From an optimization exercise on the open Yosys and OpenROAD flow, aimed at small area, a short achievable clock period and few clock cycles; shortcuts taken in it are not production practice.
The RTL was checked by simulation tests, not by an equivalence proof against the original design.

===== flow/config.mk =====
export PLATFORM = sky130hd
export DESIGN_NAME = be_rank
export DESIGN_NICKNAME = be_rank
export VERILOG_FILES = /design/flow/design.v
export SDC_FILE = /design/flow/constraint.sdc
export NUM_CORES = 4
export LEC_CHECK = 0
export CAP_MARGIN = 20
export CORE_MARGIN = 2
export CORE_UTILIZATION = 40
export SLEW_MARGIN = 20

===== flow/constraint.sdc =====
create_clock -name core_clock -period 27.0 [get_ports {clk}]
set_input_delay 5.4000 -clock core_clock [delete_from_list [all_inputs] [get_ports {clk}]]
set_output_delay 5.4000 -clock core_clock [all_outputs]
set_load 0.01 [all_outputs]

===== flow/design.v =====
module be_rank #(
    parameter N  = 32,
    parameter IW = 5                  
) (
    input  wire          clk,
    input  wire          rst,         
    input  wire [1:0]    cfg_mode,
    input  wire          cfg_sigma_neg,    
    input  wire [7:0]    cfg_wv,
    input  wire [7:0]    cfg_wh,
    input  wire [7:0]    cfg_wt,
    input  wire [7:0]    cfg_wl,
    input  wire [3:0]    cfg_shift,
    input  wire [15:0]   cfg_vrefc,
    input  wire [7:0]    cfg_tavgp,        
    input  wire          in_valid,
    output wire          in_ready,
    input  wire          in_last,
    input  wire [15:0]   in_vcap,
    input  wire [7:0]    in_temp,          
    input  wire [9:0]    in_life,
    input  wire          in_ins,           
    input  wire          in_obs,           
    output wire          out_valid,
    input  wire          out_ready,
    output wire          out_last,
    output wire          out_unranked,
    output wire [IW-1:0] out_rank,
    output wire [15:0]   out_score
);
    localparam KW = 26;
    localparam [KW-1:0] KMAX = {1'b0, {(KW-1){1'b1}}};
    integer j;
    reg          rdy_q;
    reg          first_exp;    
    reg  [4:0]   idx_c;        
    reg          jbusy;        
    reg  [1:0]   j_mode;
    reg          j_sneg;
    reg  [7:0]   j_wv, j_wh, j_wt, j_wl;
    reg  [3:0]   j_shift;
    reg  [15:0]  j_vrefc;
    reg  [7:0]   j_tavgp;
    reg          l_v, l_last, l_ins, l_obs;
    reg  [15:0]  l_vcap;
    reg  [7:0]   l_temp;
    reg  [9:0]   l_life;
    reg  [4:0]   l_idx;
    wire acc = in_valid & rdy_q;
    assign in_ready = rdy_q;
    always @(posedge clk) begin
        if (rdy_q & first_exp) begin
            j_mode  <= cfg_mode;
            j_sneg  <= cfg_sigma_neg;
            j_wv    <= cfg_wv;
            j_wh    <= cfg_wh;
            j_wt    <= cfg_wt;
            j_wl    <= cfg_wl;
            j_shift <= cfg_shift;
            j_vrefc <= cfg_vrefc;
            j_tavgp <= cfg_tavgp;
        end
        l_last <= in_last;
        l_ins  <= in_ins;
        l_obs  <= in_obs;
        l_vcap <= in_vcap;
        l_temp <= in_temp;
        l_life <= in_life;
        l_idx  <= idx_c;
    end
    wire m1 = (j_mode == 2'd1);
    wire m2 = (j_mode == 2'd2);
    wire s  = j_sneg;
    wire [7:0] wv_e = (m2 | ~l_obs)      ? 8'd0 : j_wv;
    wire [7:0] wh_e = (m2 | ~l_obs)      ? 8'd0 : j_wh;
    wire [7:0] wt_e = (m1 | m2 | ~l_obs) ? 8'd0 : j_wt;
    wire [7:0] wl_e = (m1 | m2 | ~l_obs) ? 8'd0 : j_wl;
    wire signed [16:0] xv = $signed({s, l_vcap ^ {16{s}}});
    wire signed [8:0]  wv_s = $signed({1'b0, wv_e});
    wire signed [8:0]  sw_s = $signed({1'b0, s ? wv_e : 8'd0});
    wire signed [8:0]  wt_s = $signed({1'b0, wt_e});
    wire signed [8:0]  wl_s = $signed({1'b0, wl_e});
    wire signed [10:0] li_s = $signed({1'b0, l_life});
    wire signed [7:0]  te_s = $signed(l_temp);
    wire signed [16:0] wh_s = $signed({1'b0, l_ins ? wh_e : 8'd0, 8'd0});
    wire signed [5:0]  ix_s = $signed({1'b0, (m2 & l_obs) ? l_idx : 5'd0});
    wire signed [KW-1:0] ko_s = $signed(l_obs ? {KW{1'b0}} : KMAX);
    wire signed [KW-1:0] k_new = wv_s * xv + sw_s + wt_s * te_s + wl_s * li_s
                                 - wh_s + ix_s + ko_s;
    reg  [KW:0]  x0, x1, x2;   
    reg  [2:0]   xv_q;         
    wire [KW:0]  xin = {l_last, k_new};
    wire         ins;          
    always @(posedge clk) begin
        if (ins) begin
            x0 <= xv_q[1] ? x1 : xin;
            x1 <= xv_q[2] ? x2 : xin;
            x2 <= xin;
        end else begin
            if (!xv_q[0]) x0 <= xin;
            if (!xv_q[1]) x1 <= xin;
            if (!xv_q[2]) x2 <= xin;
        end
    end
    wire [1:0] xcnt = {1'b0, xv_q[0]} + {1'b0, xv_q[1]} + {1'b0, xv_q[2]};
    wire [2:0] xc1  = {1'b0, xcnt} + {2'b0, l_v} - {2'b0, ins};
    reg  [KW-1:0] rk [0:31];    
    reg  [4:0]    rr [0:31];    
    reg  [31:0]   rc;           
    reg  [31:0]   rl;           
    wire [KW-1:0] xk    = x0[KW-1:0];
    wire          xlast = x0[KW];
    reg  [31:0]   lt;           
    reg  [5:0]    le_cnt;       
    always @(*) begin
        le_cnt = 6'd0;
        for (j = 0; j < 32; j = j + 1) begin
            lt[j]  = $signed(xk) < $signed(rk[j]);
            le_cnt = le_cnt + {5'd0, rc[j] & ~lt[j]};
        end
    end
    wire [31:0] inc = {32{ins}} & rc & lt;
    reg  [4:0] e31;             
    reg  [4:0] hp, tp;          
    reg  [5:0] n;               
    reg        o_valid;         
    reg        sk_v;            
    wire       out_go  = (n != 6'd0) & (e31 == hp) & ~rc[31] & o_valid & ~sk_v;
    wire [5:0] n1      = n - {5'd0, out_go};
    assign     ins     = xv_q[0] & ~n1[5] & ((n1 == 6'd0) | (e31 == tp + 5'd1));
    wire       clr     = ins & xlast;
    always @(posedge clk) begin
        for (j = 0; j < 31; j = j + 1) begin
            rk[j+1] <= rk[j];
            rr[j+1] <= rr[j] + {4'd0, inc[j]};
            rl[j+1] <= rl[j];
        end
        if (ins) begin
            rk[0] <= xk;
            rr[0] <= le_cnt[4:0];
            rl[0] <= xlast;
        end else begin
            rk[0] <= rk[31];
            rr[0] <= rr[31] + {4'd0, inc[31]};
            rl[0] <= rl[31];
        end
        if (rst)
            rc <= 32'd0;
        else
            rc <= {rc[30:0] & ~{31{clr}}, ins ? ~xlast : rc[31]};
    end
    always @(posedge clk) begin
        e31 <= e31 + 5'd1;
        if (rst) begin
            n <= 6'd0;
        end else begin
            n  <= n1 + {5'd0, ins};
            tp <= ins ? e31 : tp;
            hp <= (ins & (n1 == 6'd0)) ? e31 : hp + {4'd0, out_go};
        end
    end
    reg  [KW-1:0] acc_off;
    reg  [3:0]    acc_shift;
    reg           acc_full;
    reg           run;
    reg  [2:0]    bitk;
    reg  [KW-1:0] o_off;
    reg  [3:0]    o_shift;
    wire [7:0] wv_o = m2 ? 8'd0 : j_wv;
    wire [7:0] wt_o = (m1 | m2) ? 8'd0 : j_wt;
    wire signed [KW-1:0] sv  = s ? -$signed({10'd0, j_vrefc}) : $signed({10'd0, j_vrefc});
    wire signed [KW-1:0] tav = $signed(j_tavgp);
    wire signed [KW-1:0] off_step = $signed({acc_off[KW-2:0], 1'b0})
                                    + (wv_o[bitk] ? sv : {KW{1'b0}})
                                    + (wt_o[bitk] ? tav : {KW{1'b0}});
    wire off_done = run & (bitk == 3'd0);
    wire last_out = out_go & rl[31];
    always @(posedge clk) begin
        if (rst) begin
            run      <= 1'b0;
            acc_full <= 1'b0;
            o_valid  <= 1'b0;
        end else begin
            if (run) begin
                acc_off <= off_step;
                bitk    <= bitk - 3'd1;
                if (bitk == 3'd0) begin
                    run      <= 1'b0;
                    acc_full <= 1'b1;
                end
            end else if (jbusy & ~acc_full) begin
                run       <= 1'b1;
                bitk      <= 3'd7;
                acc_off   <= {KW{1'b0}};
                acc_shift <= j_shift;
            end
            if (last_out | ~o_valid) begin
                o_valid <= acc_full;
                if (acc_full) begin
                    o_off    <= acc_off;
                    o_shift  <= acc_shift;
                    acc_full <= 1'b0;
                end
            end
        end
    end
    wire fe1 = acc ? in_last : first_exp;
    wire jb1 = (acc & first_exp) | (jbusy & ~off_done);
    always @(posedge clk) begin
        if (rst) begin
            rdy_q     <= 1'b1;
            first_exp <= 1'b1;
            idx_c     <= 5'd0;
            jbusy     <= 1'b0;
            l_v       <= 1'b0;
            xv_q      <= 3'd0;
        end else begin
            rdy_q     <= ((xc1 + {2'b0, acc}) <= 3'd2) & ~(fe1 & jb1);
            first_exp <= fe1;
            if (acc) idx_c <= in_last ? 5'd0 : idx_c + 5'd1;
            jbusy     <= jb1;
            l_v       <= acc;
            case (xc1)
                3'd0:    xv_q <= 3'b000;
                3'd1:    xv_q <= 3'b001;
                3'd2:    xv_q <= 3'b011;
                default: xv_q <= 3'b111;
            endcase
        end
    end
    wire [KW-1:0]        k31   = rk[31];
    wire                 unobs = (k31 == KMAX);
    wire signed [KW-1:0] diff  = $signed(k31) - $signed(o_off);
    wire signed [KW-1:0] shd   = diff >>> o_shift;
    wire [15:0]          sat   = (shd > 32767)  ? 16'h7fff :
                                 (shd < -32768) ? 16'h8000 : shd[15:0];
    wire [22:0]          res   = {rl[31], unobs, unobs ? 5'd0 : rr[31],
                                  unobs ? 16'd0 : sat};
    reg         ob_v;
    reg  [22:0] ob_d, sk_d;
    wire        deq = ob_v & out_ready;
    always @(posedge clk) begin
        if (rst) begin
            ob_v <= 1'b0;
            sk_v <= 1'b0;
        end else if (~ob_v | deq) begin
            ob_v <= sk_v | out_go;
            sk_v <= 1'b0;
        end else if (out_go) begin
            sk_v <= 1'b1;
        end
        if (~ob_v | deq)
            ob_d <= sk_v ? sk_d : res;
        else if (out_go)
            sk_d <= res;
    end
    assign out_valid    = ob_v;
    assign out_last     = ob_d[22];
    assign out_unranked = ob_d[21];
    assign out_rank     = ob_d[20:16];
    assign out_score    = ob_d[15:0];
endmodule

===== flow/run.sh =====
#!/bin/bash
# synth_recipe.tcl (not shown) runs the flow's synth.tcl, then flattens the netlist and writes it again
# the make line also repeats each setting of config.mk as NAME=value (left out here)
make -C /OpenROAD-flow-scripts/flow DESIGN_CONFIG=/design/flow/config.mk WORK_HOME=/design/flow/orfs CLKGATE_MAP_FILE= SYNTH_SCRIPT=/design/flow/synth_recipe.tcl finish

==> impl_metrics.py <==
metrics = {
    "sta": {
        "fin_crit_ns": 12.32,
        "setup_tns_ns": 0,
        "drv_slew": 0,
        "tightest_slew_ns": 0.991,
        "fin_worst_hold_slack_ns": 0.313,
        "period_share_pct": 45.6,
        "skew_ns": 0.0569,
        "max_freq_mhz": 81.2,
        "setup_violations": 0,
        "relSlewSlack_pct": 33.9,
        "fin_ws_ns": 14.68,
        "rsz0062_at_grt": "no",
        "hold_violations": 0,
    },
    "setup_path": {
        "rrSetupSlack_ns": 14.68,
        "r2r-start": "l_obs$_DFF_P_",
        "slowest_delay_ns": 0.78,
        "reg2regPathDepth": 43,
        "timing.critical_path.from_type": "flop",
        "critical_path_class": "reg -> reg",
        "cpMaxStageDelayCell": "and2_2",
        "critPathMaxFanout": 62,
        "cpMostUsedCell": "fa_1",
        "required_ns": 27.51,
        "reg2reg_to": "x0[25]$_DFFE_PP_",
        "crit_path_end": "x0[25]$_DFFE_PP_",
        "crit_path_start": "l_obs$_DFF_P_",
        "worst_ep_arrival_time_ns": 12.83,
        "endpoint_kind": "flop",
    },
    "placement": {
        "dpl.hpwl_um": 131000,
        "portBuffers": 128,
        "place_inst": 9721,
        "gp_congestion": 0.849,
        "pre_cts_slack_ns": 14.75,
    },
    "clocking": {
        "cts.path.max_buffers": 3,
        "cts_setup_buffers": 0,
        "cts.clk_slew.worst_paths_ns": 0.06,
        "cts_tree": "built",
        "post_cts_resized": 0,
        "clock_sinks": 1389,
        "htreeDepth": 4,
        "cts_root_buf": "clkbuf_16",
        "clock_latency_ns": 0.80,
        "cts_buffers": 153,
        "hold_buffers": 0,
    },
    "synthesis": {
        "synth-edff-count": 209,
        "netlist_top_cells_count": "inv_1, dfxtp_1, ha_1",
        "netlist_instances": 7204,
        "post_synth_num_cell_types": 82,
        "synth_seq_cells": 1389,
        "avgSynthCellArea_um2": 10.3,
        "synthTopCellsByArea": "dfxtp_1, ha_1, fa_1",
        "syn_area_um2": 74000,
        "synth_ff_type": "dfxtp_1",
        "synthesis.nets": 8758,
        "synthArstFlopShare_pct": 0,
        "yosysTopAreaCellShare_pct": 31.9,
        "yosys_warnings": 3,
        "synth_most_common_cell": "inv_1",
        "seq_area_frac_synth_pct": 40.4,
        "yosysTopAreaCell": "dfxtp_1",
    },
    "global_routing": {
        "grt_pass1_wl_um": 278000,
        "grt.overflow.total": 0,
        "grt_antenna_before_repair": 5,
        "grt_max_degree": 66,
        "track_usage_pct": 18.8,
        "grt_pass1_vias": 50400,
    },
    "floorplanning": {
        "start_util_pct": 40.4,
        "rows": 157,
        "core_um2": 183000,
        "io_pins": 129,
        "die_h_um": 434,
        "die_w_um": 434,
        "dieArea_um2": 189000,
    },
    "status": {
        "run_status": "no timing/DRC/antenna violations",
    },
    "route": {
        "drtIter0Drc": 2502,
        "ant_nets": 0,
        "routed_wl_um": 174000,
        "routed_via_density": 4.89,
        "drc": 0,
        "wl_per_cell_um": 17.4,
        "firstDrtPassIters": 5,
        "vias": 48900,
    },
    "final_layout": {
        "drive_gt1_share_pct": 5.32,
        "seq_area_um2": 29900,
        "finalNonFillerCells": 10000,
        "multi_input_area_um2": 38900,
        "finalNetCount": 8966,
        "nFillCells": 17300,
        "syn_to_final_growth_pct": 13.0,
    },
    "worst_hold_path": {
        "hold_path_class": "reg -> reg",
        "min_path_cells": 0,
    },
    "job": {
        "cap_violations": 0,
    },
}
-- critical path, delay by kind of cell (launching register included) --
| family | cells | cell delay, ns |
|---|---|---|
| multiplexers | 1 | 0.29 |
| AO/OA/AOI/OAI | 13 | 2.52 |
| AND/OR/NAND/NOR | 6 | 1.50 |
| flip-flops | 1 | 0.73 |
| XOR/XNOR | 2 | 0.28 |
| adder cells (fa/ha/maj) | 13 | 5.71 |
| buffers and inverters | 8 | 0.97 |
-- per-layer routing --
metal	GRT usage [%]	routed length, um	vias to the layer above
li1	-	-	24400
met1	24.8	80500	23400
met2	31.4	81700	838
met3	2.76	6500	255
met4	6.02	5060	0
met5	0	0	-
-- cells by family after synthesis --
| group | share of synthesized area, % |
|---|---|
| AOI/OAI and AO/OA | 9.51 |
| and+or+nand+nor | 10.3 |
| DFF | 40.4 |
| muxes | 1.59 |
| xor gates and xnor gates | 3.07 |
| adders and majority gates | 28.0 |
| buffers and inverters | 7.21 |
-- worst min path at each step --
stage	start	to	slack [ns]
floorplan	rl[9]$_DFF_P_	rl[10]$_DFF_P_	0.31
global placement	rl[17]$_DFF_P_	rl[18]$_DFF_P_	0.31
detailed placement	rl[4]$_DFF_P_	rl[5]$_DFF_P_	0.31
CTS	rk[8][11]$_DFF_P_	rk[9][11]$_DFF_P_	0.31
global route	rk[11][13]$_DFF_P_	rk[12][13]$_DFF_P_	0.33
finish	rk[6][17]$_DFF_P_	rk[7][17]$_DFF_P_	0.31
-- placed cells by master (no fill, tap or decap), drive strengths merged, types with 12 or more instances in the layout --
master         synthesis  routed
nor3                  51      51
o21ai                260     260
nand3                154     154
nand4                129     129
mux2i                 40      40
xor2                 115     115
clkinv                 2      44
edfxtp               209     209
nor2                 296     296
a21oi                277     277
fa                   342     342
clkdlybuf4s50          0     128
or3                   14      14
nand2                304     304
dfxtp               1180    1180
a221oi                22      22
o211ai                29      29
a31oi                 43      43
and3                 126     126
ha                  1108    1108
nand2b               133     133
a21o                 300     300
o31ai                 21      21
buf                   12      53
a211oi                41      41
o21a                  19      19
o21bai                12      12
inv                 1289    1297
and2                  88      88
clkbuf               116     213
a211o                 15      15
nor2b                141     141
mux2                  49      49
xnor2                144     144
-- layout make-up --
cell class | instances | area share, %
timing repair buffer | 181 | 2.01
multi-input combinational | 4396 | 46.4
sequential | 1389 | 35.7
antenna | 4 | 0.0120
clock inverter | 68 | 1.06
clock buffer | 213 | 5.27
tap | 2464 | 3.68
inverter | 1291 | 5.79
-- flip-flops by register name (all words and copies together), names as in the netlist, 26 cells and up --
name     count
o_off       26
rr         160
acc_off     26
x2          27
x0          27
rk         832
x1          27
rc          32
rl          32
-- metrics by stage --
step           util [%]  cell area [um2]
6_report           45.6            83700
5_1_grt            45.6            83700
4_1_cts            45.6            83700
3_5_place_dp       42.7            78400
3_3_place_gp       42.7            78400
2_1_floorplan         -            74000
Testbench counts, summed over its fixed seeds: cycles 12,568.

[separate check: timing with driven ports]
Ports are ideal in the flow. The routed layout listed here was re-timed in OpenROAD.
Step 1: set_driving_cell puts a clkbuf_16 on clk and a buf_2 on each other input, an assumption about the parent block.
Step 2 times the ports against the registers' clock, not the clock port: input delays grow and output delays shrink by t, the midpoint of the rising clock arrivals with the driver on.
Slacks: ideal ports / drivers / drivers and shift; pairs: ideal ports / drivers.
shift t [ns]: 0.859
setup WS [ns]: 14.680 / 14.680 / 14.680
worst hold slack (ns): 0.313 / 0.313 / 0.313
clock arrival spread, ns: 0.073 / 0.073
pins driven straight from the clock port: 1
After both steps setup and hold are still met in this run. For this run, drivers alone change the setup slack by 0.000 ns; drivers and shift together by 0.000 ns.
